Context: an optimization exercise on an open-source flow, tuned for small area, a short achievable clock period and few clock cycles per item. The choices shown serve that exercise and are no tape-out recipe. The RTL was checked by simulation tests, not by an equivalence proof against the original design.

==> inputs of run K <==
==> flow/design.v (excerpt) <==
module lk7_svf (
    input  wire        clk,
    input  wire        rst,
    input  wire        in_valid,
    output wire        in_ready,
    input  wire        in_ch,
    input  wire        in_clr,
    input  wire [1:0]  in_mode,
    input  wire [1:0]  in_nsec,
    input  wire [31:0] in_x,
    input  wire [31:0] in_a1,
    input  wire [31:0] in_a2,
    input  wire [31:0] in_a3,
    input  wire [31:0] in_k,
    output wire        out_valid,
    output wire [31:0] out_y
);
==> flow/config.mk <==
export PLATFORM = sky130hd
export DESIGN_NAME = lk7_svf
export DESIGN_NICKNAME = lk7_svf
export VERILOG_FILES = /design/flow/design.v
export SDC_FILE = /design/flow/constraint.sdc
export NUM_CORES = 4
export LEC_CHECK = 0
export ABC_AREA = 1
export CAP_MARGIN = 20
export CORE_MARGIN = 2
export CORE_UTILIZATION = 40
export PLACE_DENSITY = 0.6
export SLEW_MARGIN = 20
==> flow/constraint.sdc <==
create_clock -name core_clock -period 20.0 [get_ports {clk}]
set_input_delay 4.0000 -clock core_clock [delete_from_list [all_inputs] [get_ports {clk}]]
set_output_delay 4.0000 -clock core_clock [all_outputs]
set_load 0.01 [all_outputs]
standard.sh (not shown) runs the stock make flow with config.mk's settings and CLKGATE_MAP_FILE= SYNTH_SCRIPT=/design/flow/synth_recipe.tcl, a recipe that flattens the netlist after the stock synthesis.
==> flow/flow/run.sh <==
#!/bin/bash
# Own flow: the standard layout (standard.sh) unchanged, except that
# OpenROAD's repair_timing is asked to keep SETUP_SLACK_MARGIN ns of setup
# slack at the design's clock, so that it sizes the critical paths for a
# shorter achieved period.  Clock, constraints and steps are the standard ones.
set -euo pipefail
export SETUP_SLACK_MARGIN=12
bash standard.sh > standard.log 2>&1
==> run G: changes against run K <==
--- a/flow/design.v
+++ b/flow/design.v
@@ -58,10 +58,11 @@
     reg        busy;      
     reg        p0, p1, p2;   
     reg        sec;       
     reg        acc;       
     reg        ov_r;
+    reg [31:0] oy_r;
     wire go      = ~busy & vr & ~acc;            
     wire act     = busy | go;
     wire pass    = (f_nsec == 2'd0);
     wire lastsec = sec | ~f_nsec[1];
     wire hpn     = f_mode[1];
@@ -71,69 +72,68 @@
     wire sec_end = (p1 & ~hpn) | p2;
     wire done    = (go & pass) | (sec_end & lastsec);
     wire busy_n  = do_p0 | (busy & ~done);
     assign in_ready  = act & (pass | (lastsec & ((p0 & ~hpn) | (p1 & hpn))));
     assign out_valid = ov_r;
-    assign out_y     = xo_r;
+    assign out_y     = oy_r;
     reg [31:0] ic1_q [0:3];
     reg [31:0] ic2_q [0:3];
     wire [1:0]  idx  = {f_ch, sec};
     wire [31:0] ic1c = ic1_q[idx];
     wire [31:0] ic2c = ic2_q[idx];
     wire        clr0 = go & f_clr;                
     wire [31:0] ic2g = clr0 ? 32'd0 : ic2c;
     reg  [31:0] dop_r;        
-    reg  [31:0] xo_r;         
-    reg  [63:0] pa_r;         
-    reg  [63:0] pb_r;         
-    wire [31:0] v2_r = pb_r[31:0];
-    wire [31:0] xcur = sec ? xo_r : f_x;    
+    reg  [31:0] xs_r;         
+    reg  [31:0] v2_r;
+    reg  [63:0] pa_r, pb_r;   
+    wire [31:0] xcur = sec ? xs_r : f_x;
     wire [34:0] v3d;
     wire [32:0] xm;
     wire        g_v3, p_v3, g_xm, p_xm;
     padd35 sub_v3 (.a({{3{xcur[31]}}, xcur}), .b(~{{3{ic2g[31]}}, ic2g}), .cin(1'b1),
                    .s(v3d), .gout(g_v3), .pout(p_v3));
-    padd33 sub_xm (.a({xo_r[31], xo_r}), .b(~(f_mode[0] ? 33'd0 : {v2_r[31], v2_r})), .cin(1'b1),
+    padd33 sub_xm (.a({xcur[31], xcur}), .b(~(f_mode[0] ? 33'd0 : {v2_r[31], v2_r})), .cin(1'b1),
                    .s(xm), .gout(g_xm), .pout(p_xm));
     wire [31:0] v3_n = sat35(v3d);
     wire [15:0] b_one, b_two, b_neg;
     wire [15:0] b_cor;
     benc enc (.b(dop_r), .one(b_one), .two(b_two), .neg(b_neg), .cor(b_cor));
-    wire [31:0] m1 = p2 ? ~f_k : f_a2;
-    wire [31:0] m2 = p0 ? f_a1 : f_a3;
-    wire [64:0] c1 = ({65{p0}} & {{3{ic2g[31]}}, ic2g, 30'h2000_0000})
+    wire [31:0] m1 = ({32{p0}} & f_a1) | ({32{p1}} & f_a2) | ({32{p2}} & ~f_k);
+    wire [31:0] m2 = ({32{p0}} & f_a2) | ({32{~p0}} & f_a3);
+    wire [64:0] c1 = ({65{p0}} & 65'h0_2000_0000)
                    | ({65{p1}} & {pa_r[63], pa_r})
                    | ({65{p2}} & {{33{dop_r[31]}}, dop_r});
     wire [64:0] l1 = {65{p2}} & {{2{xm[32]}}, xm, 30'h1FFF_FFFF};
-    wire [64:0] c2 = p0 ? 65'h0_2000_0000 : {pb_r[63], pb_r};
-    wire [34:0] r1 = ~{{4{ic1c[31]}}, ic1c[31:1]};
-    wire [34:0] r2 = ~{{4{ic2c[31]}}, ic2c[31:1]};
+    wire [64:0] c2 = p0 ? {{3{ic2g[31]}}, ic2g, 30'h2000_0000} : {pb_r[63], pb_r};
+    wire [34:0] r1, r2;
+    wire        g_r1, p_r1, g_r2, p_r2;
+    padd35 neg_r1 (.a(~{{4{ic1c[31]}}, ic1c[31:1]}), .b(35'd0), .cin(~ic1c[0]),
+                   .s(r1), .gout(g_r1), .pout(p_r1));
+    padd35 neg_r2 (.a(~{{4{ic2c[31]}}, ic2c[31:1]}), .b(35'd0), .cin(~ic2c[0]),
+                   .s(r2), .gout(g_r2), .pout(p_r2));
     wire [64:0] s1, s2;
     wire [34:0] z1, z2;
-    bmt1 t1 (.a(m1), .one(b_one), .two(b_two), .neg(b_neg), .c(c1), .l(l1),
-             .r(r1), .e(~ic1c[0]), .s(s1), .z(z1));
-    bmt2 t2 (.a(m2), .one(b_one), .two(b_two), .neg(b_neg), .c(c2),
-             .r(r2), .e(~ic2c[0]), .s(s2), .z(z2));
+    bmt1 t1 (.a(m1), .one(b_one), .two(b_two), .neg(b_neg), .cor(b_cor), .c(c1), .l(l1), .r(r1), .s(s1), .z(z1));
+    bmt2 t2 (.a(m2), .one(b_one), .two(b_two), .neg(b_neg), .cor(b_cor), .c(c2), .r(r2), .s(s2), .z(z2));
     wire [31:0] v1_n  = sat35(s1[64:30]);
     wire [31:0] v2_n  = sat35(s2[64:30]);
     wire [31:0] ic1_n = upd(s1[64:30], z1, ic1c[0]);
     wire [31:0] ic2_n = upd(s2[64:30], z2, ic2c[0]);
     wire [31:0] yv    = p2 ? v1_n : (f_mode[0] ? v1_n : v2_n);
     wire        wr0    = do_p1 & (idx == {in_ch, 1'b0});
     wire [31:0] ic1_nr = in_clr ? 32'd0 : (wr0 ? ic1_n : ic1_q[{in_ch, 1'b0}]);
     integer i;
     always @(posedge clk) begin
         if (do_p0) begin
-            pa_r <= s2[63:0];
-            pb_r <= s1[63:0];
-        end else if (do_p1) begin
-            pb_r[31:0] <= v2_n;
+            pa_r <= s1[63:0];
+            pb_r <= s2[63:0];
         end
-        if ((go & pass) | (do_p0 & ~sec))
-            xo_r <= f_x;
-        else if (sec_end)
-            xo_r <= yv;
+        if (do_p1)
+            v2_r <= v2_n;
+        if (sec_end & ~lastsec)
+            xs_r <= yv;
         if (do_p0)
             dop_r <= v3_n;
         else if (do_p1 & hpn)
             dop_r <= v1_n;
         else if (sec_end & ~lastsec)
@@ -165,10 +165,14 @@
             acc  <= 1'b0;
             ov_r <= 1'b0;
         end else begin
             acc  <= in_ready & in_valid;
             ov_r <= done;
+            if (go & pass)
+                oy_r <= f_x;
+            else if (sec_end & lastsec)
+                oy_r <= yv;
             busy <= busy_n;
             p0   <= ~do_p0 & (p0 | sec_end);
             p1   <= do_p0;
             p2   <= do_p1 & hpn;
             if (sec_end)
@@ -255,11 +259,10 @@
     input  wire [15:0] neg,
     input  wire [15:0] cor,
     input  wire [64:0] c,
     input  wire [64:0] l,
     input  wire [34:0] r,
-    input  wire e,
     output wire [64:0] s,
     output wire [34:0] z
 );
     wire [32:0] pp0;
     assign pp0[0] = ((one[0] & a[0]) | (two[0] & 1'b0)) ^ neg[0];
@@ -2032,21 +2035,20 @@
     wire ghi, phi;
     padd35 ahi (.a(r0[64:30]), .b(r1[64:30]), .cin(c30), .s(s[64:30]), .gout(ghi), .pout(phi));
     wire [34:0] us = r0[64:30] ^ r1[64:30] ^ r;
     wire [34:0] uc = (r0[64:30] & r1[64:30]) | (r0[64:30] & r) | (r1[64:30] & r);
     wire gz, pz;
-    padd35 az (.a(us), .b({uc[33:0], e}), .cin(c30), .s(z), .gout(gz), .pout(pz));
+    padd35 az (.a(us), .b({uc[33:0], 1'b0}), .cin(c30), .s(z), .gout(gz), .pout(pz));
 endmodule
 module bmt2 (
     input  wire [31:0] a,
     input  wire [15:0] one,
     input  wire [15:0] two,
     input  wire [15:0] neg,
     input  wire [15:0] cor,
     input  wire [64:0] c,
     input  wire [34:0] r,
-    input  wire e,
     output wire [64:0] s,
     output wire [34:0] z
 );
     wire [32:0] pp0;
     assign pp0[0] = ((one[0] & a[0]) | (two[0] & 1'b0)) ^ neg[0];
@@ -3689,11 +3691,11 @@
     wire ghi, phi;
     padd35 ahi (.a(r0[64:30]), .b(r1[64:30]), .cin(c30), .s(s[64:30]), .gout(ghi), .pout(phi));
     wire [34:0] us = r0[64:30] ^ r1[64:30] ^ r;
     wire [34:0] uc = (r0[64:30] & r1[64:30]) | (r0[64:30] & r) | (r1[64:30] & r);
     wire gz, pz;
-    padd35 az (.a(us), .b({uc[33:0], e}), .cin(c30), .s(z), .gout(gz), .pout(pz));
+    padd35 az (.a(us), .b({uc[33:0], 1'b0}), .cin(c30), .s(z), .gout(gz), .pout(pz));
 endmodule
 module padd30 (
     input  wire [29:0] a,
     input  wire [29:0] b,
     input  wire cin,
==> flow/flow/run.sh (replaced) <==
#!/bin/bash
# Own flow: the standard layout (standard.sh) unchanged, except that
# OpenROAD's repair_timing is asked to keep SETUP_SLACK_MARGIN ns of setup
# slack at the design's clock, so that it sizes the critical paths for a
# shorter achieved period.  Clock, constraints and steps are the standard ones.
set -euo pipefail
export SETUP_SLACK_MARGIN=11
bash standard.sh > standard.log 2>&1
==> run D: changes against run K <==
--- a/flow/design.v
+++ b/flow/design.v
@@ -58,10 +58,11 @@
     reg        busy;      
     reg        p0, p1, p2;   
     reg        sec;       
     reg        acc;       
     reg        ov_r;
+    reg        rdy_r;     
     wire go      = ~busy & vr & ~acc;            
     wire act     = busy | go;
     wire pass    = (f_nsec == 2'd0);
     wire lastsec = sec | ~f_nsec[1];
     wire hpn     = f_mode[1];
@@ -69,11 +70,18 @@
     wire do_p1   = p1;
     wire do_p2   = p2;
     wire sec_end = (p1 & ~hpn) | p2;
     wire done    = (go & pass) | (sec_end & lastsec);
     wire busy_n  = do_p0 | (busy & ~done);
-    assign in_ready  = act & (pass | (lastsec & ((p0 & ~hpn) | (p1 & hpn))));
+    wire p0_n    = ~do_p0 & (p0 | sec_end);
+    wire p1_n    = do_p0;
+    wire sec_n   = sec_end ? ~lastsec : sec;
+    wire go_n    = ~busy_n & in_valid & ~(rdy_r & in_valid);
+    wire rdy_n   = (busy_n | go_n)
+                 & ((in_nsec == 2'd0)
+                    | ((sec_n | ~in_nsec[1]) & ((p0_n & ~in_mode[1]) | (p1_n & in_mode[1]))));
+    assign in_ready  = rdy_r;
     assign out_valid = ov_r;
     assign out_y     = xo_r;
     reg [31:0] ic1_q [0:3];
     reg [31:0] ic2_q [0:3];
     wire [1:0]  idx  = {f_ch, sec};
@@ -162,19 +170,20 @@
             p1   <= 1'b0;
             p2   <= 1'b0;
             sec  <= 1'b0;
             acc  <= 1'b0;
             ov_r <= 1'b0;
+            rdy_r <= 1'b0;
         end else begin
+            rdy_r <= rdy_n;
             acc  <= in_ready & in_valid;
             ov_r <= done;
             busy <= busy_n;
-            p0   <= ~do_p0 & (p0 | sec_end);
-            p1   <= do_p0;
+            p0   <= p0_n;
+            p1   <= p1_n;
             p2   <= do_p1 & hpn;
-            if (sec_end)
-                sec <= ~lastsec;
+            sec  <= sec_n;
         end
     end
 endmodule
 module benc (
     input  wire [31:0] b,
==> flow/flow/run.sh (replaced) <==
#!/bin/bash
# Own flow: the standard layout (standard.sh) unchanged, except that
# OpenROAD's repair_timing is asked to keep SETUP_SLACK_MARGIN ns of setup
# slack at the design's clock, so that it sizes the critical paths for a
# shorter achieved period.  Clock, constraints and steps are the standard ones.
set -euo pipefail
export SETUP_SLACK_MARGIN=11
bash standard.sh > standard.log 2>&1
- CORE_UTILIZATION: 40 -> 50
- PLACE_DENSITY: 0.6 -> 0.65
==> run A: changes against run K <==
--- a/flow/design.v
+++ b/flow/design.v
@@ -58,10 +58,11 @@
     reg        busy;      
     reg        p0, p1, p2;   
     reg        sec;       
     reg        acc;       
     reg        ov_r;
+    reg        rdy_r;     
     wire go      = ~busy & vr & ~acc;            
     wire act     = busy | go;
     wire pass    = (f_nsec == 2'd0);
     wire lastsec = sec | ~f_nsec[1];
     wire hpn     = f_mode[1];
@@ -69,11 +70,18 @@
     wire do_p1   = p1;
     wire do_p2   = p2;
     wire sec_end = (p1 & ~hpn) | p2;
     wire done    = (go & pass) | (sec_end & lastsec);
     wire busy_n  = do_p0 | (busy & ~done);
-    assign in_ready  = act & (pass | (lastsec & ((p0 & ~hpn) | (p1 & hpn))));
+    wire p0_n    = ~do_p0 & (p0 | sec_end);
+    wire p1_n    = do_p0;
+    wire sec_n   = sec_end ? ~lastsec : sec;
+    wire go_n    = ~busy_n & in_valid & ~(rdy_r & in_valid);
+    wire rdy_n   = (busy_n | go_n)
+                 & ((in_nsec == 2'd0)
+                    | ((sec_n | ~in_nsec[1]) & ((p0_n & ~in_mode[1]) | (p1_n & in_mode[1]))));
+    assign in_ready  = rdy_r;
     assign out_valid = ov_r;
     assign out_y     = xo_r;
     reg [31:0] ic1_q [0:3];
     reg [31:0] ic2_q [0:3];
     wire [1:0]  idx  = {f_ch, sec};
@@ -162,19 +170,20 @@
             p1   <= 1'b0;
             p2   <= 1'b0;
             sec  <= 1'b0;
             acc  <= 1'b0;
             ov_r <= 1'b0;
+            rdy_r <= 1'b0;
         end else begin
+            rdy_r <= rdy_n;
             acc  <= in_ready & in_valid;
             ov_r <= done;
             busy <= busy_n;
-            p0   <= ~do_p0 & (p0 | sec_end);
-            p1   <= do_p0;
+            p0   <= p0_n;
+            p1   <= p1_n;
             p2   <= do_p1 & hpn;
-            if (sec_end)
-                sec <= ~lastsec;
+            sec  <= sec_n;
         end
     end
 endmodule
 module benc (
     input  wire [31:0] b,
==> flow/flow/run.sh (replaced) <==
#!/bin/bash
# Own flow: the standard layout (standard.sh) unchanged, except that
# OpenROAD's repair_timing is asked to keep SETUP_SLACK_MARGIN ns of setup
# slack at the design's clock, so that it sizes the critical paths for a
# shorter achieved period.  Clock, constraints and steps are the standard ones.
set -euo pipefail
export SETUP_SLACK_MARGIN=11.4
bash standard.sh > standard.log 2>&1
==> results.txt <==
Sequential share of layout area: run K < run A < run D < run G. Of run A and run D, run D has the higher global-route usage (gap 5.6 points). Clock skew: run G < run D < run A < run K. In run A the worst hold slack is worse than in run D, by 0.032 ns. Clock-buffer cell count: run D < run K < run G < run A. Of run A and run D, run A has the higher die area (gap about 25%, measured against run D). Between run K and run D, the lower non-clock buffer count is in run D (gap 507). Core utilization, lowest first: run G, run A, run K, run D.
Testbench counts of run K, summed over its fixed seeds: cycles 35,549, items 9,600.
Testbench counts of run G, summed over its fixed seeds: cycles 35,549, items 9,600.
Testbench counts of run D, summed over its fixed seeds: cycles 35,549, items 9,600.
Testbench counts of run A, summed over its fixed seeds: cycles 35,549, items 9,600.

-- static timing again, ports no longer ideal --
In the flow no input, the clock included, has a driving cell. The finished layouts below were timed again as built, in two steps. Step 1 (the two cells are an assumption about what drives the block):
set clk [get_ports {clk}]
set_driving_cell -lib_cell sky130_fd_sc_hd__clkbuf_16 $clk
set_driving_cell -lib_cell sky130_fd_sc_hd__buf_2 [delete_from_list [all_inputs] $clk]
Step 2 times the ports against the registers' clock, not the clock port: input delays grow and output delays shrink by t, the midpoint of the rising clock arrivals with the driver on. Three values: ideal ports, drivers, drivers and shift; two values: the first two.
run	t, ns	setup slack, ns	worst slew at a driven data input, ns
run K	0.839	11.292 / 11.292 / 11.292	0.06
run G	0.885	10.998 / 10.998 / 10.998	0.18
run D	0.846	10.767 / 10.767 / 10.767	0.07
run A	0.859	11.233 / 11.233 / 11.233	0.09
After both steps every run listed still meets setup and hold.
